Background: an optimization exercise with open tools, aiming at small area and a short achievable clock period. Do not read the settings as production practice. The RTL was checked by simulation tests, not by an equivalence proof against the original design.

==> design.v <==
function automatic [7:0] gf_mul(input [7:0] a, input [7:0] b);
  reg [7:0] acc;
  reg [7:0] sh;
  integer k;
  begin
    acc = 8'h00;
    sh  = a;
    for (k = 0; k < 8; k = k + 1) begin
      if (b[k]) acc = acc ^ sh;
      sh = {sh[6:0], 1'b0} ^ (sh[7] ? 8'h1D : 8'h00);
    end
    gf_mul = acc;
  end
endfunction
function automatic [7:0] gf_inv(input [7:0] a);
  begin
    case (a)
      8'h00: gf_inv = 8'h00;
      8'h01: gf_inv = 8'h01;
      8'h02: gf_inv = 8'h8E;
      8'h03: gf_inv = 8'hF4;
      8'h04: gf_inv = 8'h47;
      8'h05: gf_inv = 8'hA7;
      8'h06: gf_inv = 8'h7A;
      8'h07: gf_inv = 8'hBA;
      8'h08: gf_inv = 8'hAD;
      8'h09: gf_inv = 8'h9D;
      8'h0A: gf_inv = 8'hDD;
      8'h0B: gf_inv = 8'h98;
      8'h0C: gf_inv = 8'h3D;
      8'h0D: gf_inv = 8'hAA;
      8'h0E: gf_inv = 8'h5D;
      8'h0F: gf_inv = 8'h96;
      8'h10: gf_inv = 8'hD8;
      8'h11: gf_inv = 8'h72;
      8'h12: gf_inv = 8'hC0;
      8'h13: gf_inv = 8'h58;
      8'h14: gf_inv = 8'hE0;
      8'h15: gf_inv = 8'h3E;
      8'h16: gf_inv = 8'h4C;
      8'h17: gf_inv = 8'h66;
      8'h18: gf_inv = 8'h90;
      8'h19: gf_inv = 8'hDE;
      8'h1A: gf_inv = 8'h55;
      8'h1B: gf_inv = 8'h80;
      8'h1C: gf_inv = 8'hA0;
      8'h1D: gf_inv = 8'h83;
      8'h1E: gf_inv = 8'h4B;
      8'h1F: gf_inv = 8'h2A;
      8'h20: gf_inv = 8'h6C;
      8'h21: gf_inv = 8'hED;
      8'h22: gf_inv = 8'h39;
      8'h23: gf_inv = 8'h51;
      8'h24: gf_inv = 8'h60;
      8'h25: gf_inv = 8'h56;
      8'h26: gf_inv = 8'h2C;
      8'h27: gf_inv = 8'h8A;
      8'h28: gf_inv = 8'h70;
      8'h29: gf_inv = 8'hD0;
      8'h2A: gf_inv = 8'h1F;
      8'h2B: gf_inv = 8'h4A;
      8'h2C: gf_inv = 8'h26;
      8'h2D: gf_inv = 8'h8B;
      8'h2E: gf_inv = 8'h33;
      8'h2F: gf_inv = 8'h6E;
      8'h30: gf_inv = 8'h48;
      8'h31: gf_inv = 8'h89;
      8'h32: gf_inv = 8'h6F;
      8'h33: gf_inv = 8'h2E;
      8'h34: gf_inv = 8'hA4;
      8'h35: gf_inv = 8'hC3;
      8'h36: gf_inv = 8'h40;
      8'h37: gf_inv = 8'h5E;
      8'h38: gf_inv = 8'h50;
      8'h39: gf_inv = 8'h22;
      8'h3A: gf_inv = 8'hCF;
      8'h3B: gf_inv = 8'hA9;
      8'h3C: gf_inv = 8'hAB;
      8'h3D: gf_inv = 8'h0C;
      8'h3E: gf_inv = 8'h15;
      8'h3F: gf_inv = 8'hE1;
      8'h40: gf_inv = 8'h36;
      8'h41: gf_inv = 8'h5F;
      8'h42: gf_inv = 8'hF8;
      8'h43: gf_inv = 8'hD5;
      8'h44: gf_inv = 8'h92;
      8'h45: gf_inv = 8'h4E;
      8'h46: gf_inv = 8'hA6;
      8'h47: gf_inv = 8'h04;
      8'h48: gf_inv = 8'h30;
      8'h49: gf_inv = 8'h88;
      8'h4A: gf_inv = 8'h2B;
      8'h4B: gf_inv = 8'h1E;
      8'h4C: gf_inv = 8'h16;
      8'h4D: gf_inv = 8'h67;
      8'h4E: gf_inv = 8'h45;
      8'h4F: gf_inv = 8'h93;
      8'h50: gf_inv = 8'h38;
      8'h51: gf_inv = 8'h23;
      8'h52: gf_inv = 8'h68;
      8'h53: gf_inv = 8'h8C;
      8'h54: gf_inv = 8'h81;
      8'h55: gf_inv = 8'h1A;
      8'h56: gf_inv = 8'h25;
      8'h57: gf_inv = 8'h61;
      8'h58: gf_inv = 8'h13;
      8'h59: gf_inv = 8'hC1;
      8'h5A: gf_inv = 8'hCB;
      8'h5B: gf_inv = 8'h63;
      8'h5C: gf_inv = 8'h97;
      8'h5D: gf_inv = 8'h0E;
      8'h5E: gf_inv = 8'h37;
      8'h5F: gf_inv = 8'h41;
      8'h60: gf_inv = 8'h24;
      8'h61: gf_inv = 8'h57;
      8'h62: gf_inv = 8'hCA;
      8'h63: gf_inv = 8'h5B;
      8'h64: gf_inv = 8'hB9;
      8'h65: gf_inv = 8'hC4;
      8'h66: gf_inv = 8'h17;
      8'h67: gf_inv = 8'h4D;
      8'h68: gf_inv = 8'h52;
      8'h69: gf_inv = 8'h8D;
      8'h6A: gf_inv = 8'hEF;
      8'h6B: gf_inv = 8'hB3;
      8'h6C: gf_inv = 8'h20;
      8'h6D: gf_inv = 8'hEC;
      8'h6E: gf_inv = 8'h2F;
      8'h6F: gf_inv = 8'h32;
      8'h70: gf_inv = 8'h28;
      8'h71: gf_inv = 8'hD1;
      8'h72: gf_inv = 8'h11;
      8'h73: gf_inv = 8'hD9;
      8'h74: gf_inv = 8'hE9;
      8'h75: gf_inv = 8'hFB;
      8'h76: gf_inv = 8'hDA;
      8'h77: gf_inv = 8'h79;
      8'h78: gf_inv = 8'hDB;
      8'h79: gf_inv = 8'h77;
      8'h7A: gf_inv = 8'h06;
      8'h7B: gf_inv = 8'hBB;
      8'h7C: gf_inv = 8'h84;
      8'h7D: gf_inv = 8'hCD;
      8'h7E: gf_inv = 8'hFE;
      8'h7F: gf_inv = 8'hFC;
      8'h80: gf_inv = 8'h1B;
      8'h81: gf_inv = 8'h54;
      8'h82: gf_inv = 8'hA1;
      8'h83: gf_inv = 8'h1D;
      8'h84: gf_inv = 8'h7C;
      8'h85: gf_inv = 8'hCC;
      8'h86: gf_inv = 8'hE4;
      8'h87: gf_inv = 8'hB0;
      8'h88: gf_inv = 8'h49;
      8'h89: gf_inv = 8'h31;
      8'h8A: gf_inv = 8'h27;
      8'h8B: gf_inv = 8'h2D;
      8'h8C: gf_inv = 8'h53;
      8'h8D: gf_inv = 8'h69;
      8'h8E: gf_inv = 8'h02;
      8'h8F: gf_inv = 8'hF5;
      8'h90: gf_inv = 8'h18;
      8'h91: gf_inv = 8'hDF;
      8'h92: gf_inv = 8'h44;
      8'h93: gf_inv = 8'h4F;
      8'h94: gf_inv = 8'h9B;
      8'h95: gf_inv = 8'hBC;
      8'h96: gf_inv = 8'h0F;
      8'h97: gf_inv = 8'h5C;
      8'h98: gf_inv = 8'h0B;
      8'h99: gf_inv = 8'hDC;
      8'h9A: gf_inv = 8'hBD;
      8'h9B: gf_inv = 8'h94;
      8'h9C: gf_inv = 8'hAC;
      8'h9D: gf_inv = 8'h09;
      8'h9E: gf_inv = 8'hC7;
      8'h9F: gf_inv = 8'hA2;
      8'hA0: gf_inv = 8'h1C;
      8'hA1: gf_inv = 8'h82;
      8'hA2: gf_inv = 8'h9F;
      8'hA3: gf_inv = 8'hC6;
      8'hA4: gf_inv = 8'h34;
      8'hA5: gf_inv = 8'hC2;
      8'hA6: gf_inv = 8'h46;
      8'hA7: gf_inv = 8'h05;
      8'hA8: gf_inv = 8'hCE;
      8'hA9: gf_inv = 8'h3B;
      8'hAA: gf_inv = 8'h0D;
      8'hAB: gf_inv = 8'h3C;
      8'hAC: gf_inv = 8'h9C;
      8'hAD: gf_inv = 8'h08;
      8'hAE: gf_inv = 8'hBE;
      8'hAF: gf_inv = 8'hB7;
      8'hB0: gf_inv = 8'h87;
      8'hB1: gf_inv = 8'hE5;
      8'hB2: gf_inv = 8'hEE;
      8'hB3: gf_inv = 8'h6B;
      8'hB4: gf_inv = 8'hEB;
      8'hB5: gf_inv = 8'hF2;
      8'hB6: gf_inv = 8'hBF;
      8'hB7: gf_inv = 8'hAF;
      8'hB8: gf_inv = 8'hC5;
      8'hB9: gf_inv = 8'h64;
      8'hBA: gf_inv = 8'h07;
      8'hBB: gf_inv = 8'h7B;
      8'hBC: gf_inv = 8'h95;
      8'hBD: gf_inv = 8'h9A;
      8'hBE: gf_inv = 8'hAE;
      8'hBF: gf_inv = 8'hB6;
      8'hC0: gf_inv = 8'h12;
      8'hC1: gf_inv = 8'h59;
      8'hC2: gf_inv = 8'hA5;
      8'hC3: gf_inv = 8'h35;
      8'hC4: gf_inv = 8'h65;
      8'hC5: gf_inv = 8'hB8;
      8'hC6: gf_inv = 8'hA3;
      8'hC7: gf_inv = 8'h9E;
      8'hC8: gf_inv = 8'hD2;
      8'hC9: gf_inv = 8'hF7;
      8'hCA: gf_inv = 8'h62;
      8'hCB: gf_inv = 8'h5A;
      8'hCC: gf_inv = 8'h85;
      8'hCD: gf_inv = 8'h7D;
      8'hCE: gf_inv = 8'hA8;
      8'hCF: gf_inv = 8'h3A;
      8'hD0: gf_inv = 8'h29;
      8'hD1: gf_inv = 8'h71;
      8'hD2: gf_inv = 8'hC8;
      8'hD3: gf_inv = 8'hF6;
      8'hD4: gf_inv = 8'hF9;
      8'hD5: gf_inv = 8'h43;
      8'hD6: gf_inv = 8'hD7;
      8'hD7: gf_inv = 8'hD6;
      8'hD8: gf_inv = 8'h10;
      8'hD9: gf_inv = 8'h73;
      8'hDA: gf_inv = 8'h76;
      8'hDB: gf_inv = 8'h78;
      8'hDC: gf_inv = 8'h99;
      8'hDD: gf_inv = 8'h0A;
      8'hDE: gf_inv = 8'h19;
      8'hDF: gf_inv = 8'h91;
      8'hE0: gf_inv = 8'h14;
      8'hE1: gf_inv = 8'h3F;
      8'hE2: gf_inv = 8'hE6;
      8'hE3: gf_inv = 8'hF0;
      8'hE4: gf_inv = 8'h86;
      8'hE5: gf_inv = 8'hB1;
      8'hE6: gf_inv = 8'hE2;
      8'hE7: gf_inv = 8'hF1;
      8'hE8: gf_inv = 8'hFA;
      8'hE9: gf_inv = 8'h74;
      8'hEA: gf_inv = 8'hF3;
      8'hEB: gf_inv = 8'hB4;
      8'hEC: gf_inv = 8'h6D;
      8'hED: gf_inv = 8'h21;
      8'hEE: gf_inv = 8'hB2;
      8'hEF: gf_inv = 8'h6A;
      8'hF0: gf_inv = 8'hE3;
      8'hF1: gf_inv = 8'hE7;
      8'hF2: gf_inv = 8'hB5;
      8'hF3: gf_inv = 8'hEA;
      8'hF4: gf_inv = 8'h03;
      8'hF5: gf_inv = 8'h8F;
      8'hF6: gf_inv = 8'hD3;
      8'hF7: gf_inv = 8'hC9;
      8'hF8: gf_inv = 8'h42;
      8'hF9: gf_inv = 8'hD4;
      8'hFA: gf_inv = 8'hE8;
      8'hFB: gf_inv = 8'h75;
      8'hFC: gf_inv = 8'h7F;
      8'hFD: gf_inv = 8'hFF;
      8'hFE: gf_inv = 8'h7E;
      8'hFF: gf_inv = 8'hFD;
      default: gf_inv = 8'h00;
    endcase
  end
endfunction
function automatic [7:0] gf_alpha_pow(input [4:0] i);
  begin
    case (i)
      5'd0: gf_alpha_pow = 8'h01;
      5'd1: gf_alpha_pow = 8'h02;
      5'd2: gf_alpha_pow = 8'h04;
      5'd3: gf_alpha_pow = 8'h08;
      5'd4: gf_alpha_pow = 8'h10;
      5'd5: gf_alpha_pow = 8'h20;
      5'd6: gf_alpha_pow = 8'h40;
      5'd7: gf_alpha_pow = 8'h80;
      5'd8: gf_alpha_pow = 8'h1D;
      5'd9: gf_alpha_pow = 8'h3A;
      5'd10: gf_alpha_pow = 8'h74;
      5'd11: gf_alpha_pow = 8'hE8;
      5'd12: gf_alpha_pow = 8'hCD;
      5'd13: gf_alpha_pow = 8'h87;
      5'd14: gf_alpha_pow = 8'h13;
      5'd15: gf_alpha_pow = 8'h26;
      5'd16: gf_alpha_pow = 8'h4C;
      5'd17: gf_alpha_pow = 8'h98;
      5'd18: gf_alpha_pow = 8'h2D;
      5'd19: gf_alpha_pow = 8'h5A;
      default: gf_alpha_pow = 8'h00;
    endcase
  end
endfunction
function automatic [4:0] dev_pos(input [4:0] d);
  begin
    dev_pos = (d < 5'd16) ? d + 5'd4 : d - 5'd16;
  end
endfunction
module rs_enc (
    input  wire         clk,
    input  wire         rst,
    input  wire         in_valid,
    input  wire [127:0] in_data,
    output reg          out_valid,
    output reg  [31:0]  out_check
);
function automatic [7:0] gf_mul(input [7:0] a, input [7:0] b);
  reg [7:0] acc;
  reg [7:0] sh;
  integer k;
  begin
    acc = 8'h00;
    sh  = a;
    for (k = 0; k < 8; k = k + 1) begin
      if (b[k]) acc = acc ^ sh;
      sh = {sh[6:0], 1'b0} ^ (sh[7] ? 8'h1D : 8'h00);
    end
    gf_mul = acc;
  end
endfunction
function automatic [7:0] gf_inv(input [7:0] a);
  begin
    case (a)
      8'h00: gf_inv = 8'h00;
      8'h01: gf_inv = 8'h01;
      8'h02: gf_inv = 8'h8E;
      8'h03: gf_inv = 8'hF4;
      8'h04: gf_inv = 8'h47;
      8'h05: gf_inv = 8'hA7;
      8'h06: gf_inv = 8'h7A;
      8'h07: gf_inv = 8'hBA;
      8'h08: gf_inv = 8'hAD;
      8'h09: gf_inv = 8'h9D;
      8'h0A: gf_inv = 8'hDD;
      8'h0B: gf_inv = 8'h98;
      8'h0C: gf_inv = 8'h3D;
      8'h0D: gf_inv = 8'hAA;
      8'h0E: gf_inv = 8'h5D;
      8'h0F: gf_inv = 8'h96;
      8'h10: gf_inv = 8'hD8;
      8'h11: gf_inv = 8'h72;
      8'h12: gf_inv = 8'hC0;
      8'h13: gf_inv = 8'h58;
      8'h14: gf_inv = 8'hE0;
      8'h15: gf_inv = 8'h3E;
      8'h16: gf_inv = 8'h4C;
      8'h17: gf_inv = 8'h66;
      8'h18: gf_inv = 8'h90;
      8'h19: gf_inv = 8'hDE;
      8'h1A: gf_inv = 8'h55;
      8'h1B: gf_inv = 8'h80;
      8'h1C: gf_inv = 8'hA0;
      8'h1D: gf_inv = 8'h83;
      8'h1E: gf_inv = 8'h4B;
      8'h1F: gf_inv = 8'h2A;
      8'h20: gf_inv = 8'h6C;
      8'h21: gf_inv = 8'hED;
      8'h22: gf_inv = 8'h39;
      8'h23: gf_inv = 8'h51;
      8'h24: gf_inv = 8'h60;
      8'h25: gf_inv = 8'h56;
      8'h26: gf_inv = 8'h2C;
      8'h27: gf_inv = 8'h8A;
      8'h28: gf_inv = 8'h70;
      8'h29: gf_inv = 8'hD0;
      8'h2A: gf_inv = 8'h1F;
      8'h2B: gf_inv = 8'h4A;
      8'h2C: gf_inv = 8'h26;
      8'h2D: gf_inv = 8'h8B;
      8'h2E: gf_inv = 8'h33;
      8'h2F: gf_inv = 8'h6E;
      8'h30: gf_inv = 8'h48;
      8'h31: gf_inv = 8'h89;
      8'h32: gf_inv = 8'h6F;
      8'h33: gf_inv = 8'h2E;
      8'h34: gf_inv = 8'hA4;
      8'h35: gf_inv = 8'hC3;
      8'h36: gf_inv = 8'h40;
      8'h37: gf_inv = 8'h5E;
      8'h38: gf_inv = 8'h50;
      8'h39: gf_inv = 8'h22;
      8'h3A: gf_inv = 8'hCF;
      8'h3B: gf_inv = 8'hA9;
      8'h3C: gf_inv = 8'hAB;
      8'h3D: gf_inv = 8'h0C;
      8'h3E: gf_inv = 8'h15;
      8'h3F: gf_inv = 8'hE1;
      8'h40: gf_inv = 8'h36;
      8'h41: gf_inv = 8'h5F;
      8'h42: gf_inv = 8'hF8;
      8'h43: gf_inv = 8'hD5;
      8'h44: gf_inv = 8'h92;
      8'h45: gf_inv = 8'h4E;
      8'h46: gf_inv = 8'hA6;
      8'h47: gf_inv = 8'h04;
      8'h48: gf_inv = 8'h30;
      8'h49: gf_inv = 8'h88;
      8'h4A: gf_inv = 8'h2B;
      8'h4B: gf_inv = 8'h1E;
      8'h4C: gf_inv = 8'h16;
      8'h4D: gf_inv = 8'h67;
      8'h4E: gf_inv = 8'h45;
      8'h4F: gf_inv = 8'h93;
      8'h50: gf_inv = 8'h38;
      8'h51: gf_inv = 8'h23;
      8'h52: gf_inv = 8'h68;
      8'h53: gf_inv = 8'h8C;
      8'h54: gf_inv = 8'h81;
      8'h55: gf_inv = 8'h1A;
      8'h56: gf_inv = 8'h25;
      8'h57: gf_inv = 8'h61;
      8'h58: gf_inv = 8'h13;
      8'h59: gf_inv = 8'hC1;
      8'h5A: gf_inv = 8'hCB;
      8'h5B: gf_inv = 8'h63;
      8'h5C: gf_inv = 8'h97;
      8'h5D: gf_inv = 8'h0E;
      8'h5E: gf_inv = 8'h37;
      8'h5F: gf_inv = 8'h41;
      8'h60: gf_inv = 8'h24;
      8'h61: gf_inv = 8'h57;
      8'h62: gf_inv = 8'hCA;
      8'h63: gf_inv = 8'h5B;
      8'h64: gf_inv = 8'hB9;
      8'h65: gf_inv = 8'hC4;
      8'h66: gf_inv = 8'h17;
      8'h67: gf_inv = 8'h4D;
      8'h68: gf_inv = 8'h52;
      8'h69: gf_inv = 8'h8D;
      8'h6A: gf_inv = 8'hEF;
      8'h6B: gf_inv = 8'hB3;
      8'h6C: gf_inv = 8'h20;
      8'h6D: gf_inv = 8'hEC;
      8'h6E: gf_inv = 8'h2F;
      8'h6F: gf_inv = 8'h32;
      8'h70: gf_inv = 8'h28;
      8'h71: gf_inv = 8'hD1;
      8'h72: gf_inv = 8'h11;
      8'h73: gf_inv = 8'hD9;
      8'h74: gf_inv = 8'hE9;
      8'h75: gf_inv = 8'hFB;
      8'h76: gf_inv = 8'hDA;
      8'h77: gf_inv = 8'h79;
      8'h78: gf_inv = 8'hDB;
      8'h79: gf_inv = 8'h77;
      8'h7A: gf_inv = 8'h06;
      8'h7B: gf_inv = 8'hBB;
      8'h7C: gf_inv = 8'h84;
      8'h7D: gf_inv = 8'hCD;
      8'h7E: gf_inv = 8'hFE;
      8'h7F: gf_inv = 8'hFC;
      8'h80: gf_inv = 8'h1B;
      8'h81: gf_inv = 8'h54;
      8'h82: gf_inv = 8'hA1;
      8'h83: gf_inv = 8'h1D;
      8'h84: gf_inv = 8'h7C;
      8'h85: gf_inv = 8'hCC;
      8'h86: gf_inv = 8'hE4;
      8'h87: gf_inv = 8'hB0;
      8'h88: gf_inv = 8'h49;
      8'h89: gf_inv = 8'h31;
      8'h8A: gf_inv = 8'h27;
      8'h8B: gf_inv = 8'h2D;
      8'h8C: gf_inv = 8'h53;
      8'h8D: gf_inv = 8'h69;
      8'h8E: gf_inv = 8'h02;
      8'h8F: gf_inv = 8'hF5;
      8'h90: gf_inv = 8'h18;
      8'h91: gf_inv = 8'hDF;
      8'h92: gf_inv = 8'h44;
      8'h93: gf_inv = 8'h4F;
      8'h94: gf_inv = 8'h9B;
      8'h95: gf_inv = 8'hBC;
      8'h96: gf_inv = 8'h0F;
      8'h97: gf_inv = 8'h5C;
      8'h98: gf_inv = 8'h0B;
      8'h99: gf_inv = 8'hDC;
      8'h9A: gf_inv = 8'hBD;
      8'h9B: gf_inv = 8'h94;
      8'h9C: gf_inv = 8'hAC;
      8'h9D: gf_inv = 8'h09;
      8'h9E: gf_inv = 8'hC7;
      8'h9F: gf_inv = 8'hA2;
      8'hA0: gf_inv = 8'h1C;
      8'hA1: gf_inv = 8'h82;
      8'hA2: gf_inv = 8'h9F;
      8'hA3: gf_inv = 8'hC6;
      8'hA4: gf_inv = 8'h34;
      8'hA5: gf_inv = 8'hC2;
      8'hA6: gf_inv = 8'h46;
      8'hA7: gf_inv = 8'h05;
      8'hA8: gf_inv = 8'hCE;
      8'hA9: gf_inv = 8'h3B;
      8'hAA: gf_inv = 8'h0D;
      8'hAB: gf_inv = 8'h3C;
      8'hAC: gf_inv = 8'h9C;
      8'hAD: gf_inv = 8'h08;
      8'hAE: gf_inv = 8'hBE;
      8'hAF: gf_inv = 8'hB7;
      8'hB0: gf_inv = 8'h87;
      8'hB1: gf_inv = 8'hE5;
      8'hB2: gf_inv = 8'hEE;
      8'hB3: gf_inv = 8'h6B;
      8'hB4: gf_inv = 8'hEB;
      8'hB5: gf_inv = 8'hF2;
      8'hB6: gf_inv = 8'hBF;
      8'hB7: gf_inv = 8'hAF;
      8'hB8: gf_inv = 8'hC5;
      8'hB9: gf_inv = 8'h64;
      8'hBA: gf_inv = 8'h07;
      8'hBB: gf_inv = 8'h7B;
      8'hBC: gf_inv = 8'h95;
      8'hBD: gf_inv = 8'h9A;
      8'hBE: gf_inv = 8'hAE;
      8'hBF: gf_inv = 8'hB6;
      8'hC0: gf_inv = 8'h12;
      8'hC1: gf_inv = 8'h59;
      8'hC2: gf_inv = 8'hA5;
      8'hC3: gf_inv = 8'h35;
      8'hC4: gf_inv = 8'h65;
      8'hC5: gf_inv = 8'hB8;
      8'hC6: gf_inv = 8'hA3;
      8'hC7: gf_inv = 8'h9E;
      8'hC8: gf_inv = 8'hD2;
      8'hC9: gf_inv = 8'hF7;
      8'hCA: gf_inv = 8'h62;
      8'hCB: gf_inv = 8'h5A;
      8'hCC: gf_inv = 8'h85;
      8'hCD: gf_inv = 8'h7D;
      8'hCE: gf_inv = 8'hA8;
      8'hCF: gf_inv = 8'h3A;
      8'hD0: gf_inv = 8'h29;
      8'hD1: gf_inv = 8'h71;
      8'hD2: gf_inv = 8'hC8;
      8'hD3: gf_inv = 8'hF6;
      8'hD4: gf_inv = 8'hF9;
      8'hD5: gf_inv = 8'h43;
      8'hD6: gf_inv = 8'hD7;
      8'hD7: gf_inv = 8'hD6;
      8'hD8: gf_inv = 8'h10;
      8'hD9: gf_inv = 8'h73;
      8'hDA: gf_inv = 8'h76;
      8'hDB: gf_inv = 8'h78;
      8'hDC: gf_inv = 8'h99;
      8'hDD: gf_inv = 8'h0A;
      8'hDE: gf_inv = 8'h19;
      8'hDF: gf_inv = 8'h91;
      8'hE0: gf_inv = 8'h14;
      8'hE1: gf_inv = 8'h3F;
      8'hE2: gf_inv = 8'hE6;
      8'hE3: gf_inv = 8'hF0;
      8'hE4: gf_inv = 8'h86;
      8'hE5: gf_inv = 8'hB1;
      8'hE6: gf_inv = 8'hE2;
      8'hE7: gf_inv = 8'hF1;
      8'hE8: gf_inv = 8'hFA;
      8'hE9: gf_inv = 8'h74;
      8'hEA: gf_inv = 8'hF3;
      8'hEB: gf_inv = 8'hB4;
      8'hEC: gf_inv = 8'h6D;
      8'hED: gf_inv = 8'h21;
      8'hEE: gf_inv = 8'hB2;
      8'hEF: gf_inv = 8'h6A;
      8'hF0: gf_inv = 8'hE3;
      8'hF1: gf_inv = 8'hE7;
      8'hF2: gf_inv = 8'hB5;
      8'hF3: gf_inv = 8'hEA;
      8'hF4: gf_inv = 8'h03;
      8'hF5: gf_inv = 8'h8F;
      8'hF6: gf_inv = 8'hD3;
      8'hF7: gf_inv = 8'hC9;
      8'hF8: gf_inv = 8'h42;
      8'hF9: gf_inv = 8'hD4;
      8'hFA: gf_inv = 8'hE8;
      8'hFB: gf_inv = 8'h75;
      8'hFC: gf_inv = 8'h7F;
      8'hFD: gf_inv = 8'hFF;
      8'hFE: gf_inv = 8'h7E;
      8'hFF: gf_inv = 8'hFD;
      default: gf_inv = 8'h00;
    endcase
  end
endfunction
function automatic [7:0] gf_alpha_pow(input [4:0] i);
  begin
    case (i)
      5'd0: gf_alpha_pow = 8'h01;
      5'd1: gf_alpha_pow = 8'h02;
      5'd2: gf_alpha_pow = 8'h04;
      5'd3: gf_alpha_pow = 8'h08;
      5'd4: gf_alpha_pow = 8'h10;
      5'd5: gf_alpha_pow = 8'h20;
      5'd6: gf_alpha_pow = 8'h40;
      5'd7: gf_alpha_pow = 8'h80;
      5'd8: gf_alpha_pow = 8'h1D;
      5'd9: gf_alpha_pow = 8'h3A;
      5'd10: gf_alpha_pow = 8'h74;
      5'd11: gf_alpha_pow = 8'hE8;
      5'd12: gf_alpha_pow = 8'hCD;
      5'd13: gf_alpha_pow = 8'h87;
      5'd14: gf_alpha_pow = 8'h13;
      5'd15: gf_alpha_pow = 8'h26;
      5'd16: gf_alpha_pow = 8'h4C;
      5'd17: gf_alpha_pow = 8'h98;
      5'd18: gf_alpha_pow = 8'h2D;
      5'd19: gf_alpha_pow = 8'h5A;
      default: gf_alpha_pow = 8'h00;
    endcase
  end
endfunction
function automatic [4:0] dev_pos(input [4:0] d);
  begin
    dev_pos = (d < 5'd16) ? d + 5'd4 : d - 5'd16;
  end
endfunction
    localparam [7:0] G0 = 8'h40, G1 = 8'h78, G2 = 8'h36, G3 = 8'h0F;
    reg         v0;
    reg [127:0] d0;
    always @(posedge clk) begin
        if (rst) v0 <= 1'b0;
        else     v0 <= in_valid;
        d0 <= in_data;
    end
    reg [7:0] r0, r1, r2, r3, fb;
    integer j;
    always @(*) begin
        r0 = 8'h00; r1 = 8'h00; r2 = 8'h00; r3 = 8'h00;
        for (j = 15; j >= 0; j = j - 1) begin
            fb = d0[8*j +: 8] ^ r3;
            r3 = r2 ^ gf_mul(fb, G3);
            r2 = r1 ^ gf_mul(fb, G2);
            r1 = r0 ^ gf_mul(fb, G1);
            r0 = gf_mul(fb, G0);
        end
    end
    always @(posedge clk) begin
        if (rst) out_valid <= 1'b0;
        else     out_valid <= v0;
        out_check <= {r3, r2, r1, r0};
    end
endmodule
module rs_dec (
    input  wire         clk,
    input  wire         rst,
    input  wire         in_valid,
    input  wire [159:0] in_word,
    input  wire [19:0]  in_erase,
    output reg          out_valid,
    output reg  [127:0] out_data,
    output reg          out_corrected,
    output reg          out_uncorrectable,
    output reg  [4:0]   out_last_dev
);
function automatic [7:0] gf_mul(input [7:0] a, input [7:0] b);
  reg [7:0] acc;
  reg [7:0] sh;
  integer k;
  begin
    acc = 8'h00;
    sh  = a;
    for (k = 0; k < 8; k = k + 1) begin
      if (b[k]) acc = acc ^ sh;
      sh = {sh[6:0], 1'b0} ^ (sh[7] ? 8'h1D : 8'h00);
    end
    gf_mul = acc;
  end
endfunction
function automatic [7:0] gf_inv(input [7:0] a);
  begin
    case (a)
      8'h00: gf_inv = 8'h00;
      8'h01: gf_inv = 8'h01;
      8'h02: gf_inv = 8'h8E;
      8'h03: gf_inv = 8'hF4;
      8'h04: gf_inv = 8'h47;
      8'h05: gf_inv = 8'hA7;
      8'h06: gf_inv = 8'h7A;
      8'h07: gf_inv = 8'hBA;
      8'h08: gf_inv = 8'hAD;
      8'h09: gf_inv = 8'h9D;
      8'h0A: gf_inv = 8'hDD;
      8'h0B: gf_inv = 8'h98;
      8'h0C: gf_inv = 8'h3D;
      8'h0D: gf_inv = 8'hAA;
      8'h0E: gf_inv = 8'h5D;
      8'h0F: gf_inv = 8'h96;
      8'h10: gf_inv = 8'hD8;
      8'h11: gf_inv = 8'h72;
      8'h12: gf_inv = 8'hC0;
      8'h13: gf_inv = 8'h58;
      8'h14: gf_inv = 8'hE0;
      8'h15: gf_inv = 8'h3E;
      8'h16: gf_inv = 8'h4C;
      8'h17: gf_inv = 8'h66;
      8'h18: gf_inv = 8'h90;
      8'h19: gf_inv = 8'hDE;
      8'h1A: gf_inv = 8'h55;
      8'h1B: gf_inv = 8'h80;
      8'h1C: gf_inv = 8'hA0;
      8'h1D: gf_inv = 8'h83;
      8'h1E: gf_inv = 8'h4B;
      8'h1F: gf_inv = 8'h2A;
      8'h20: gf_inv = 8'h6C;
      8'h21: gf_inv = 8'hED;
      8'h22: gf_inv = 8'h39;
      8'h23: gf_inv = 8'h51;
      8'h24: gf_inv = 8'h60;
      8'h25: gf_inv = 8'h56;
      8'h26: gf_inv = 8'h2C;
      8'h27: gf_inv = 8'h8A;
      8'h28: gf_inv = 8'h70;
      8'h29: gf_inv = 8'hD0;
      8'h2A: gf_inv = 8'h1F;
      8'h2B: gf_inv = 8'h4A;
      8'h2C: gf_inv = 8'h26;
      8'h2D: gf_inv = 8'h8B;
      8'h2E: gf_inv = 8'h33;
      8'h2F: gf_inv = 8'h6E;
      8'h30: gf_inv = 8'h48;
      8'h31: gf_inv = 8'h89;
      8'h32: gf_inv = 8'h6F;
      8'h33: gf_inv = 8'h2E;
      8'h34: gf_inv = 8'hA4;
      8'h35: gf_inv = 8'hC3;
      8'h36: gf_inv = 8'h40;
      8'h37: gf_inv = 8'h5E;
      8'h38: gf_inv = 8'h50;
      8'h39: gf_inv = 8'h22;
      8'h3A: gf_inv = 8'hCF;
      8'h3B: gf_inv = 8'hA9;
      8'h3C: gf_inv = 8'hAB;
      8'h3D: gf_inv = 8'h0C;
      8'h3E: gf_inv = 8'h15;
      8'h3F: gf_inv = 8'hE1;
      8'h40: gf_inv = 8'h36;
      8'h41: gf_inv = 8'h5F;
      8'h42: gf_inv = 8'hF8;
      8'h43: gf_inv = 8'hD5;
      8'h44: gf_inv = 8'h92;
      8'h45: gf_inv = 8'h4E;
      8'h46: gf_inv = 8'hA6;
      8'h47: gf_inv = 8'h04;
      8'h48: gf_inv = 8'h30;
      8'h49: gf_inv = 8'h88;
      8'h4A: gf_inv = 8'h2B;
      8'h4B: gf_inv = 8'h1E;
      8'h4C: gf_inv = 8'h16;
      8'h4D: gf_inv = 8'h67;
      8'h4E: gf_inv = 8'h45;
      8'h4F: gf_inv = 8'h93;
      8'h50: gf_inv = 8'h38;
      8'h51: gf_inv = 8'h23;
      8'h52: gf_inv = 8'h68;
      8'h53: gf_inv = 8'h8C;
      8'h54: gf_inv = 8'h81;
      8'h55: gf_inv = 8'h1A;
      8'h56: gf_inv = 8'h25;
      8'h57: gf_inv = 8'h61;
      8'h58: gf_inv = 8'h13;
      8'h59: gf_inv = 8'hC1;
      8'h5A: gf_inv = 8'hCB;
      8'h5B: gf_inv = 8'h63;
      8'h5C: gf_inv = 8'h97;
      8'h5D: gf_inv = 8'h0E;
      8'h5E: gf_inv = 8'h37;
      8'h5F: gf_inv = 8'h41;
      8'h60: gf_inv = 8'h24;
      8'h61: gf_inv = 8'h57;
      8'h62: gf_inv = 8'hCA;
      8'h63: gf_inv = 8'h5B;
      8'h64: gf_inv = 8'hB9;
      8'h65: gf_inv = 8'hC4;
      8'h66: gf_inv = 8'h17;
      8'h67: gf_inv = 8'h4D;
      8'h68: gf_inv = 8'h52;
      8'h69: gf_inv = 8'h8D;
      8'h6A: gf_inv = 8'hEF;
      8'h6B: gf_inv = 8'hB3;
      8'h6C: gf_inv = 8'h20;
      8'h6D: gf_inv = 8'hEC;
      8'h6E: gf_inv = 8'h2F;
      8'h6F: gf_inv = 8'h32;
      8'h70: gf_inv = 8'h28;
      8'h71: gf_inv = 8'hD1;
      8'h72: gf_inv = 8'h11;
      8'h73: gf_inv = 8'hD9;
      8'h74: gf_inv = 8'hE9;
      8'h75: gf_inv = 8'hFB;
      8'h76: gf_inv = 8'hDA;
      8'h77: gf_inv = 8'h79;
      8'h78: gf_inv = 8'hDB;
      8'h79: gf_inv = 8'h77;
      8'h7A: gf_inv = 8'h06;
      8'h7B: gf_inv = 8'hBB;
      8'h7C: gf_inv = 8'h84;
      8'h7D: gf_inv = 8'hCD;
      8'h7E: gf_inv = 8'hFE;
      8'h7F: gf_inv = 8'hFC;
      8'h80: gf_inv = 8'h1B;
      8'h81: gf_inv = 8'h54;
      8'h82: gf_inv = 8'hA1;
      8'h83: gf_inv = 8'h1D;
      8'h84: gf_inv = 8'h7C;
      8'h85: gf_inv = 8'hCC;
      8'h86: gf_inv = 8'hE4;
      8'h87: gf_inv = 8'hB0;
      8'h88: gf_inv = 8'h49;
      8'h89: gf_inv = 8'h31;
      8'h8A: gf_inv = 8'h27;
      8'h8B: gf_inv = 8'h2D;
      8'h8C: gf_inv = 8'h53;
      8'h8D: gf_inv = 8'h69;
      8'h8E: gf_inv = 8'h02;
      8'h8F: gf_inv = 8'hF5;
      8'h90: gf_inv = 8'h18;
      8'h91: gf_inv = 8'hDF;
      8'h92: gf_inv = 8'h44;
      8'h93: gf_inv = 8'h4F;
      8'h94: gf_inv = 8'h9B;
      8'h95: gf_inv = 8'hBC;
      8'h96: gf_inv = 8'h0F;
      8'h97: gf_inv = 8'h5C;
      8'h98: gf_inv = 8'h0B;
      8'h99: gf_inv = 8'hDC;
      8'h9A: gf_inv = 8'hBD;
      8'h9B: gf_inv = 8'h94;
      8'h9C: gf_inv = 8'hAC;
      8'h9D: gf_inv = 8'h09;
      8'h9E: gf_inv = 8'hC7;
      8'h9F: gf_inv = 8'hA2;
      8'hA0: gf_inv = 8'h1C;
      8'hA1: gf_inv = 8'h82;
      8'hA2: gf_inv = 8'h9F;
      8'hA3: gf_inv = 8'hC6;
      8'hA4: gf_inv = 8'h34;
      8'hA5: gf_inv = 8'hC2;
      8'hA6: gf_inv = 8'h46;
      8'hA7: gf_inv = 8'h05;
      8'hA8: gf_inv = 8'hCE;
      8'hA9: gf_inv = 8'h3B;
      8'hAA: gf_inv = 8'h0D;
      8'hAB: gf_inv = 8'h3C;
      8'hAC: gf_inv = 8'h9C;
      8'hAD: gf_inv = 8'h08;
      8'hAE: gf_inv = 8'hBE;
      8'hAF: gf_inv = 8'hB7;
      8'hB0: gf_inv = 8'h87;
      8'hB1: gf_inv = 8'hE5;
      8'hB2: gf_inv = 8'hEE;
      8'hB3: gf_inv = 8'h6B;
      8'hB4: gf_inv = 8'hEB;
      8'hB5: gf_inv = 8'hF2;
      8'hB6: gf_inv = 8'hBF;
      8'hB7: gf_inv = 8'hAF;
      8'hB8: gf_inv = 8'hC5;
      8'hB9: gf_inv = 8'h64;
      8'hBA: gf_inv = 8'h07;
      8'hBB: gf_inv = 8'h7B;
      8'hBC: gf_inv = 8'h95;
      8'hBD: gf_inv = 8'h9A;
      8'hBE: gf_inv = 8'hAE;
      8'hBF: gf_inv = 8'hB6;
      8'hC0: gf_inv = 8'h12;
      8'hC1: gf_inv = 8'h59;
      8'hC2: gf_inv = 8'hA5;
      8'hC3: gf_inv = 8'h35;
      8'hC4: gf_inv = 8'h65;
      8'hC5: gf_inv = 8'hB8;
      8'hC6: gf_inv = 8'hA3;
      8'hC7: gf_inv = 8'h9E;
      8'hC8: gf_inv = 8'hD2;
      8'hC9: gf_inv = 8'hF7;
      8'hCA: gf_inv = 8'h62;
      8'hCB: gf_inv = 8'h5A;
      8'hCC: gf_inv = 8'h85;
      8'hCD: gf_inv = 8'h7D;
      8'hCE: gf_inv = 8'hA8;
      8'hCF: gf_inv = 8'h3A;
      8'hD0: gf_inv = 8'h29;
      8'hD1: gf_inv = 8'h71;
      8'hD2: gf_inv = 8'hC8;
      8'hD3: gf_inv = 8'hF6;
      8'hD4: gf_inv = 8'hF9;
      8'hD5: gf_inv = 8'h43;
      8'hD6: gf_inv = 8'hD7;
      8'hD7: gf_inv = 8'hD6;
      8'hD8: gf_inv = 8'h10;
      8'hD9: gf_inv = 8'h73;
      8'hDA: gf_inv = 8'h76;
      8'hDB: gf_inv = 8'h78;
      8'hDC: gf_inv = 8'h99;
      8'hDD: gf_inv = 8'h0A;
      8'hDE: gf_inv = 8'h19;
      8'hDF: gf_inv = 8'h91;
      8'hE0: gf_inv = 8'h14;
      8'hE1: gf_inv = 8'h3F;
      8'hE2: gf_inv = 8'hE6;
      8'hE3: gf_inv = 8'hF0;
      8'hE4: gf_inv = 8'h86;
      8'hE5: gf_inv = 8'hB1;
      8'hE6: gf_inv = 8'hE2;
      8'hE7: gf_inv = 8'hF1;
      8'hE8: gf_inv = 8'hFA;
      8'hE9: gf_inv = 8'h74;
      8'hEA: gf_inv = 8'hF3;
      8'hEB: gf_inv = 8'hB4;
      8'hEC: gf_inv = 8'h6D;
      8'hED: gf_inv = 8'h21;
      8'hEE: gf_inv = 8'hB2;
      8'hEF: gf_inv = 8'h6A;
      8'hF0: gf_inv = 8'hE3;
      8'hF1: gf_inv = 8'hE7;
      8'hF2: gf_inv = 8'hB5;
      8'hF3: gf_inv = 8'hEA;
      8'hF4: gf_inv = 8'h03;
      8'hF5: gf_inv = 8'h8F;
      8'hF6: gf_inv = 8'hD3;
      8'hF7: gf_inv = 8'hC9;
      8'hF8: gf_inv = 8'h42;
      8'hF9: gf_inv = 8'hD4;
      8'hFA: gf_inv = 8'hE8;
      8'hFB: gf_inv = 8'h75;
      8'hFC: gf_inv = 8'h7F;
      8'hFD: gf_inv = 8'hFF;
      8'hFE: gf_inv = 8'h7E;
      8'hFF: gf_inv = 8'hFD;
      default: gf_inv = 8'h00;
    endcase
  end
endfunction
function automatic [7:0] gf_alpha_pow(input [4:0] i);
  begin
    case (i)
      5'd0: gf_alpha_pow = 8'h01;
      5'd1: gf_alpha_pow = 8'h02;
      5'd2: gf_alpha_pow = 8'h04;
      5'd3: gf_alpha_pow = 8'h08;
      5'd4: gf_alpha_pow = 8'h10;
      5'd5: gf_alpha_pow = 8'h20;
      5'd6: gf_alpha_pow = 8'h40;
      5'd7: gf_alpha_pow = 8'h80;
      5'd8: gf_alpha_pow = 8'h1D;
      5'd9: gf_alpha_pow = 8'h3A;
      5'd10: gf_alpha_pow = 8'h74;
      5'd11: gf_alpha_pow = 8'hE8;
      5'd12: gf_alpha_pow = 8'hCD;
      5'd13: gf_alpha_pow = 8'h87;
      5'd14: gf_alpha_pow = 8'h13;
      5'd15: gf_alpha_pow = 8'h26;
      5'd16: gf_alpha_pow = 8'h4C;
      5'd17: gf_alpha_pow = 8'h98;
      5'd18: gf_alpha_pow = 8'h2D;
      5'd19: gf_alpha_pow = 8'h5A;
      default: gf_alpha_pow = 8'h00;
    endcase
  end
endfunction
function automatic [4:0] dev_pos(input [4:0] d);
  begin
    dev_pos = (d < 5'd16) ? d + 5'd4 : d - 5'd16;
  end
endfunction
    reg         v0;
    reg [159:0] w0;
    reg [19:0]  e0;
    always @(posedge clk) begin
        if (rst) v0 <= 1'b0;
        else     v0 <= in_valid;
        w0 <= in_word;
        e0 <= in_erase;
    end
    integer d1;
    reg [7:0] s0_c, s1_c, s2_c, s3_c;
    reg [7:0] sym, term, x;
    reg [1:0] ecnt_c;       
    reg [4:0] ea_c, eb_c;   
    always @(*) begin
        s0_c = 8'h00; s1_c = 8'h00; s2_c = 8'h00; s3_c = 8'h00;
        for (d1 = 0; d1 < 20; d1 = d1 + 1) begin
            sym  = w0[8*d1 +: 8];
            x    = gf_alpha_pow(dev_pos(d1[4:0]));
            term = sym;
            s0_c = s0_c ^ term;
            term = gf_mul(term, x);
            s1_c = s1_c ^ term;
            term = gf_mul(term, x);
            s2_c = s2_c ^ term;
            term = gf_mul(term, x);
            s3_c = s3_c ^ term;
        end
        ecnt_c = 2'd0;
        ea_c   = 5'd0;
        eb_c   = 5'd0;
        for (d1 = 0; d1 < 20; d1 = d1 + 1) begin
            if (e0[d1]) begin
                if (ecnt_c == 2'd0) ea_c = d1[4:0];
                if (ecnt_c == 2'd1) eb_c = d1[4:0];
                if (ecnt_c != 2'd3) ecnt_c = ecnt_c + 2'd1;
            end
        end
    end
    reg         v1;
    reg [127:0] data1;
    reg [19:0]  e1;
    reg [7:0]   s0_1, s1_1, s2_1, s3_1;
    reg [1:0]   ecnt1;
    reg [4:0]   ea1, eb1;
    always @(posedge clk) begin
        if (rst) v1 <= 1'b0;
        else     v1 <= v0;
        data1 <= w0[127:0];
        e1    <= e0;
        s0_1  <= s0_c;
        s1_1  <= s1_c;
        s2_1  <= s2_c;
        s3_1  <= s3_c;
        ecnt1 <= ecnt_c;
        ea1   <= ea_c;
        eb1   <= eb_c;
    end
    integer d2;
    reg [7:0] xc;
    reg [7:0] det, lam1, lam2, xsq, xsingle, xa, t0, t1, t2, xt;
    reg [1:0] nroot;
    reg [4:0] root_a, root_b;
    reg       single_hit, t_hit;
    reg [4:0] single_dev, t_dev;
    reg       szero, tzero;
    reg [1:0] n_c;          
    reg [4:0] la_c, lb_c;   
    reg       fail_c;
    always @(*) begin
        szero = (s0_1 == 8'h00) && (s1_1 == 8'h00) && (s2_1 == 8'h00) && (s3_1 == 8'h00);
        det   = gf_mul(s1_1, s1_1) ^ gf_mul(s0_1, s2_1);
        lam1  = gf_mul(gf_mul(s0_1, s3_1) ^ gf_mul(s1_1, s2_1), gf_inv(det));
        lam2  = gf_mul(gf_mul(s1_1, s3_1) ^ gf_mul(s2_1, s2_1), gf_inv(det));
        nroot  = 2'd0;
        root_a = 5'd0;
        root_b = 5'd0;
        for (d2 = 0; d2 < 20; d2 = d2 + 1) begin
            xc   = gf_alpha_pow(dev_pos(d2[4:0]));
            xsq = gf_mul(xc, xc) ^ gf_mul(lam1, xc) ^ lam2;
            if (xsq == 8'h00) begin
                if (nroot == 2'd0) root_a = d2[4:0];
                if (nroot == 2'd1) root_b = d2[4:0];
                if (nroot != 2'd3) nroot = nroot + 2'd1;
            end
        end
        xsingle    = gf_mul(s1_1, gf_inv(s0_1));
        single_hit = 1'b0;
        single_dev = 5'd0;
        for (d2 = 0; d2 < 20; d2 = d2 + 1) begin
            if (gf_alpha_pow(dev_pos(d2[4:0])) == xsingle) begin
                single_hit = 1'b1;
                single_dev = d2[4:0];
            end
        end
        xa    = gf_alpha_pow(dev_pos(ea1));
        t0    = s1_1 ^ gf_mul(xa, s0_1);
        t1    = s2_1 ^ gf_mul(xa, s1_1);
        t2    = s3_1 ^ gf_mul(xa, s2_1);
        tzero = (t0 == 8'h00) && (t1 == 8'h00) && (t2 == 8'h00);
        xt    = gf_mul(t1, gf_inv(t0));
        t_hit = 1'b0;
        t_dev = 5'd0;
        for (d2 = 0; d2 < 20; d2 = d2 + 1) begin
            if (gf_alpha_pow(dev_pos(d2[4:0])) == xt && d2[4:0] != ea1) begin
                t_hit = 1'b1;
                t_dev = d2[4:0];
            end
        end
        n_c    = 2'd0;
        la_c   = 5'd0;
        lb_c   = 5'd0;
        fail_c = 1'b0;
        case (ecnt1)
            2'd0: begin
                if (szero) begin
                    n_c = 2'd0;
                end else if (det != 8'h00) begin
                    n_c    = 2'd2;
                    la_c   = root_a;
                    lb_c   = root_b;
                    fail_c = (nroot != 2'd2);
                end else begin
                    n_c    = 2'd1;
                    la_c   = single_dev;
                    fail_c = (s0_1 == 8'h00) || !single_hit;
                end
            end
            2'd1: begin
                if (tzero) begin
                    n_c  = 2'd1;
                    la_c = ea1;
                end else begin
                    n_c    = 2'd2;
                    la_c   = ea1;
                    lb_c   = t_dev;
                    fail_c = (t0 == 8'h00) || !t_hit;
                end
            end
            2'd2: begin
                n_c  = 2'd2;
                la_c = ea1;
                lb_c = eb1;
            end
            default: begin
                fail_c = 1'b1;
            end
        endcase
    end
    reg         v2;
    reg [127:0] data2;
    reg [19:0]  e2;
    reg [7:0]   s0_2, s1_2, s2_2, s3_2;
    reg [1:0]   n2;
    reg [4:0]   la2, lb2;
    reg         fail2;
    always @(posedge clk) begin
        if (rst) v2 <= 1'b0;
        else     v2 <= v1;
        data2 <= data1;
        e2    <= e1;
        s0_2  <= s0_1;
        s1_2  <= s1_1;
        s2_2  <= s2_1;
        s3_2  <= s3_1;
        n2    <= n_c;
        la2   <= la_c;
        lb2   <= lb_c;
        fail2 <= fail_c;
    end
    integer d3;
    reg [7:0] xla, xlb, xla2, xla3, xlb2, xlb3, ya, yb;
    reg       ok, use_a, use_b, corr_c;
    reg [4:0] last_c;
    reg [127:0] data_c;
    always @(*) begin
        xla  = gf_alpha_pow(dev_pos(la2));
        xlb  = gf_alpha_pow(dev_pos(lb2));
        xla2 = gf_mul(xla, xla);
        xla3 = gf_mul(xla2, xla);
        xlb2 = gf_mul(xlb, xlb);
        xlb3 = gf_mul(xlb2, xlb);
        ya = 8'h00;
        yb = 8'h00;
        ok = 1'b0;
        case (n2)
            2'd0: begin
                ok = (s0_2 == 8'h00) && (s1_2 == 8'h00) && (s2_2 == 8'h00) && (s3_2 == 8'h00);
            end
            2'd1: begin
                ya = s0_2;
                ok = (s1_2 == gf_mul(ya, xla)) && (s2_2 == gf_mul(ya, xla2)) &&
                     (s3_2 == gf_mul(ya, xla3));
            end
            default: begin
                ya = gf_mul(s1_2 ^ gf_mul(xlb, s0_2), gf_inv(xla ^ xlb));
                yb = s0_2 ^ ya;
                ok = (s2_2 == (gf_mul(ya, xla2) ^ gf_mul(yb, xlb2))) &&
                     (s3_2 == (gf_mul(ya, xla3) ^ gf_mul(yb, xlb3)));
            end
        endcase
        ok = ok && !fail2;
        use_a  = ok && (n2 != 2'd0) && !e2[la2] && (ya != 8'h00);
        use_b  = ok && (n2 == 2'd2) && !e2[lb2] && (yb != 8'h00);
        corr_c = use_a || use_b;
        last_c = 5'd0;
        if (use_a) last_c = la2;
        if (use_b && lb2 > last_c) last_c = lb2;
        data_c = data2;
        if (ok) begin
            for (d3 = 0; d3 < 16; d3 = d3 + 1) begin
                if (n2 != 2'd0 && la2 == d3[4:0]) data_c[8*d3 +: 8] = data_c[8*d3 +: 8] ^ ya;
                if (n2 == 2'd2 && lb2 == d3[4:0]) data_c[8*d3 +: 8] = data_c[8*d3 +: 8] ^ yb;
            end
        end
    end
    always @(posedge clk) begin
        if (rst) out_valid <= 1'b0;
        else     out_valid <= v2;
        out_data          <= data_c;
        out_corrected     <= corr_c;
        out_uncorrectable <= !ok;
        out_last_dev      <= last_c;
    end
endmodule
module case_ecc_codec (
    input  wire         clk,
    input  wire         rst,
    input  wire         enc_valid,
    input  wire [127:0] enc_data,
    output wire         enc_out_valid,
    output wire [31:0]  enc_out_check,
    input  wire         dec_valid,
    input  wire [159:0] dec_word,
    input  wire [19:0]  dec_erase,
    output wire         dec_out_valid,
    output wire [127:0] dec_out_data,
    output wire         dec_out_corrected,
    output wire         dec_out_uncorrectable,
    output wire [4:0]   dec_out_last_dev
);
    rs_enc u_enc (
        .clk       (clk),
        .rst       (rst),
        .in_valid  (enc_valid),
        .in_data   (enc_data),
        .out_valid (enc_out_valid),
        .out_check (enc_out_check)
    );
    rs_dec u_dec (
        .clk               (clk),
        .rst               (rst),
        .in_valid          (dec_valid),
        .in_word           (dec_word),
        .in_erase          (dec_erase),
        .out_valid         (dec_out_valid),
        .out_data          (dec_out_data),
        .out_corrected     (dec_out_corrected),
        .out_uncorrectable (dec_out_uncorrectable),
        .out_last_dev      (dec_out_last_dev)
    );
endmodule
==> run.sh <==
#!/bin/bash
# synth_recipe.tcl (not shown) runs the flow's synth.tcl, then flattens the netlist and writes it again
# the make line also repeats each setting of config.mk as NAME=value (left out here)
make -C /OpenROAD-flow-scripts/flow DESIGN_CONFIG=/design/flow/config.mk WORK_HOME=/design/flow/orfs CLKGATE_MAP_FILE= SYNTH_SCRIPT=/design/flow/synth_recipe.tcl finish
==> config.mk <==
export PLATFORM = sky130hd
export DESIGN_NAME = case_ecc_codec
export DESIGN_NICKNAME = case_ecc_codec
export VERILOG_FILES = /design/flow/design.v
export SDC_FILE = /design/flow/constraint.sdc
export NUM_CORES = 4
export LEC_CHECK = 0
export CAP_MARGIN = 20
export CORE_MARGIN = 2
export CORE_UTILIZATION = 40
export SLEW_MARGIN = 20
==> constraint.sdc <==
create_clock -name core_clock -period 16.0 [get_ports {clk}]
set_input_delay 3.2000 -clock core_clock [delete_from_list [all_inputs] [get_ports {clk}]]
set_output_delay 3.2000 -clock core_clock [all_outputs]
set_load 0.01 [all_outputs]
==> run summary <==
Drt
The number of search-and-repair iterations in the first detailed-routing pass is 8. Dividing the detail-routed via count by the number of cells gives 5.685. The number of nets with antenna violations after detailed routing is 0. For this block, the routed nets add up to 409700 um of wire. The number of remaining DRC errors is 0. The via count is 89610. The first routing iteration left 12620 violations. In the final routed layout, each cell accounts on average for 25.99 um.

GRT
For this run, global-route usage on met3 was measured as 6.234%. met2 is the most crowded layer. Entering global routing, the biggest net connects 130 pins. In the global route stage, met2 resource usage came out at 47.84%. Global routing used 41.91% of the available met1 tracks. The initial antenna violation count is 61. The total congestion overflow after global routing is 0. The number of global-route vias before repair is 82390.

Global routing consumed, over all layers together, 31.56% of the routing resources. The first global-routing pass estimated 588400 um of wire.

Synthesis
The post-synthesis sequential area ratio is 17.90%. The gate count of the mapped netlist is 12170. Yosys instantiated no cell more often than sky130_fd_sc_hd__xnor2_1. The netlist uses 92 different library cells. The post-synthesis sequential element count is 874.

By area the synthesized netlist is led by sky130_fd_sc_hd__xnor2_1, sky130_fd_sc_hd__dfxtp_1, sky130_fd_sc_hd__xor2_1. The number of synthesized flops with an enable pin is 0. The cell taking the most area after synthesis is sky130_fd_sc_hd__xnor2_1. When the netlist entered floorplanning its net count stood at 12580. Each instance of the synthesized netlist takes up on average 8.032 sq um. The share of the synthesized area in the top cell type is 29.61%. The share of synthesized flip-flops with an asynchronous set or reset is 0%. In this run the cell area of the synthesized design comes to 97720 sq um. Ranked by instance count, the synthesized netlist is headed by sky130_fd_sc_hd__xnor2_1, sky130_fd_sc_hd__nand2_1, sky130_fd_sc_hd__nor2_1, sky130_fd_sc_hd__dfxtp_1, sky130_fd_sc_hd__xor2_1.

Among all flip-flop cells after synthesis, the most frequent one is sky130_fd_sc_hd__dfxtp_1. During synthesis, Yosys emitted a total of 2 warnings.

Floorplanning
The core footprint is 243000 sq um. The die covers 248300 sq um. For this design the top-level I/O count stands at 481.

The effective utilization at floorplan is 40.21%. The die is 498.3 um tall. The standard-cell row count is 181. The die boundary width is 498.3 um.

Finish
The post-route netlist has 8.459% of its cells at a drive strength greater than 1. After filler insertion, the fill cell instance count of the layout stands at 23970. The area growth from synthesis to layout is 14.32%. The design area is 111700 sq um. The final design utilization is 45.97%. The final layout contains 12870 nets.

Setup path
The worst stage delay on the critical path is 0.67 ns. The critical path data required time is 16.61 ns. In this design, the critical path's most frequently occurring cell is sky130_fd_sc_hd__xnor3_1. The maximum fanout along the worst path is 9.

The critical path startpoint category is a register. Data arrives at the worst endpoint at 16.03 ns. The critical path's top delay family is XOR/XNOR gates. The category of the critical setup timing path is register to register. The worst path buffer plus inverter count is 2. On the critical path, the stage with the largest delay is an instance of sky130_fd_sc_hd__dfxtp_1. The worst setup path is captured at a register.

Timing
The count of endpoints failing setup in the final report is 0. The number of pins exceeding their max-slew limit in the final report is 0. The worst-case setup margin in the final layout is 0.5809 ns. Setup repair after global routing could not meet its margin everywhere.

In this run the tightest slew margin relative to its limit is 22.95%. After layout, the minimum clock period comes to 15.42 ns. For this run, the top clock speed supported by timing is 0.06485 GHz. The worst path uses 96.37% of the clock period. The transition time at the pin with the least slew margin is 1.148 ns. For the final routed database, the setup TNS stands at 0 ns.

On the final layout, the worst clock skew is 0.08401 ns. The number of hold violations in the final report was 0.

Clocking
Buffers inserted during clock tree synthesis total 100. The number of H-tree branching levels is 3. After clock tree synthesis, the clock-pin slew on the worst setup and hold paths is 0.07 ns. TritonCTS built the clock tree.

The clock reaches the later pin of the worst-skew pair after 0.80 ns. In this run the clock root is driven by a sky130_fd_sc_hd__clkbuf_16. The clock passes through at most 3 buffers.

Counting every sink on the clock net gives 874.

Hold path
The worst hold path belongs to the class register to register.

Placement
At the placement stage, the worst setup path has a slack of 0.5238 ns. The number of port buffers is 480. The placer congestion estimate is 1.067. The placed instances occupy a cell area of 108000 sq um. Detailed placement finished with a half-perimeter wire length of 312500 um.

Outcome
The flow ran to the end and the layout has no timing, DRC or antenna violations.

Flow run
Across the run, the number of max-cap violations was 0.
[repair_timing]
| action | in CTS | in global routing |
|---|---|---|
| gates resized for setup | 0 | 22 |
| hold buffers | 0 | 0 |
| buffers inserted | 0 | 11 |
| setup endpoints to repair | 0 | 24 |
[area by class of cell]
type                            instances  area (sq um)  share of cell area (%)
Timing Repair Buffer                 1012          8859                   7.929
Clock inverter                         50         655.6                  0.5869
Tap cell                             3202          4006                   3.586
Antenna cell                           29         72.57                 0.06496
Multi-Input combinational cell      10310         77230                   69.13
Clock buffer                          132          2794                   2.501
Sequential cell                       874         17520                   15.69
Inverter                              154         578.1                  0.5174
[routing by layer]
| metal | share of wire [%] | wire length (um) |
|---|---|---|
| met1 | 40 | 165400 |
| met2 | 43 | 175000 |
| met3 | 10 | 41480 |
| met4 | 6.7 | 27290 |
| met5 | 0.11 | 444 |
[registers in the layout, summed over array words and instances, names as in the netlist, 20 cells and up, named ones only]
signal,flops
u_dec.w0,160
u_dec.data1,128
u_dec.data2,128
u_dec.out_data,128
u_enc.d0,128
u_enc.out_check,32
u_dec.e0,20
u_dec.e1,20
u_dec.e2,20
[worst reg2reg max path: cells and delay by family (launching register included)]
| family | cells | cell delay, ns |
|---|---|---|
| xor gates and xnor gates | 40 | 14.26 |
| DFF | 1 | 0.67 |
| buffers and inverters | 2 | 0.36 |
[stage by stage]
stage,std cells,hold WS (ns)
floorplan,12170,0.3096
global placement,15540,0.3095
detailed placement,15540,0.3121
CTS,15720,0.2936
global route,15750,0.3067
finish,15760,0.2911
[kinds of logic (layout without fill, tap and decap cells)]
group | Yosys count | count (layout) | share of synthesized area (%)
buffers and inverters | 983 | 1348 | 3.836
and+or+nand+nor | 3465 | 3465 | 15.05
muxes | 145 | 145 | 1.863
DFF | 874 | 874 | 17.90
xor gates and xnor gates | 4586 | 4586 | 46.81
AOI/OAI and AO/OA | 2007 | 2007 | 13.19
adders and majority gates | 106 | 106 | 1.347
other | 0 | 29 | 0
[worst paths after layout]
| kind | slack, ns | end | cells past startpoint | startpoint |
|---|---|---|---|---|
| max | 0.58 | u_enc.out_check[13]$_DFF_P_ | 42 | u_enc.d0[118]$_DFF_P_ |
| min reg2reg | 0.29 | u_dec.data2[113]$_DFF_P_ | 0 | u_dec.data1[113]$_DFF_P_ |
| min | 0.29 | u_dec.data2[113]$_DFF_P_ | 0 | u_dec.data1[113]$_DFF_P_ |
| max reg2reg | 0.58 | u_enc.out_check[13]$_DFF_P_ | 42 | u_enc.d0[118]$_DFF_P_ |
[cell usage in the layout, fill, tap and decap left out, types with 98 or more instances in the layout]
cell type                            n
sky130_fd_sc_hd__nor2_1           1037
sky130_fd_sc_hd__nand3_1           181
sky130_fd_sc_hd__inv_1             128
sky130_fd_sc_hd__xor2_1            836
sky130_fd_sc_hd__o211ai_1           98
sky130_fd_sc_hd__ha_1              102
sky130_fd_sc_hd__dfxtp_1           852
sky130_fd_sc_hd__xnor2_1          3257
sky130_fd_sc_hd__clkdlybuf4s50_1   480
sky130_fd_sc_hd__nand2_1          1621
sky130_fd_sc_hd__xnor3_1           242
sky130_fd_sc_hd__buf_4             526
sky130_fd_sc_hd__clkbuf_16         101
sky130_fd_sc_hd__nor3_1            162
sky130_fd_sc_hd__a21oi_1           520
sky130_fd_sc_hd__o22ai_1           100
sky130_fd_sc_hd__o21ai_0           505
sky130_fd_sc_hd__xnor2_2           100

-- what the ideal ports hide --
The flow's constraints put no driver on any port. The routed layout listed below was extracted and timed again, unchanged, in two steps. Step 1 (the two cells are an assumption about what drives the block):
set clk [get_ports {clk}]
set_driving_cell -lib_cell sky130_fd_sc_hd__clkbuf_16 $clk
set_driving_cell -lib_cell sky130_fd_sc_hd__buf_2 [delete_from_list [all_inputs] $clk]
Step 2, shift: input delay + t, output delay - t, t = (earliest + latest rising clock arrival at the registers) / 2. This alone moves slack from input paths to output paths. Three values: no drivers, after step 1, after step 2; two values: the first two.
t, ns: 0.847
slack for setup (ns): 0.581 / 0.581 / 0.581
hold WS [ns]: 0.291 / 0.291 / 0.291
worst setup path after step 2: register to register
worst register clock-pin slew, ns: 0.08 / 0.08
After both steps this run still meets setup and hold. The setup slack of this run moves by 0.000 ns with the drivers and by 0.000 ns with both steps.
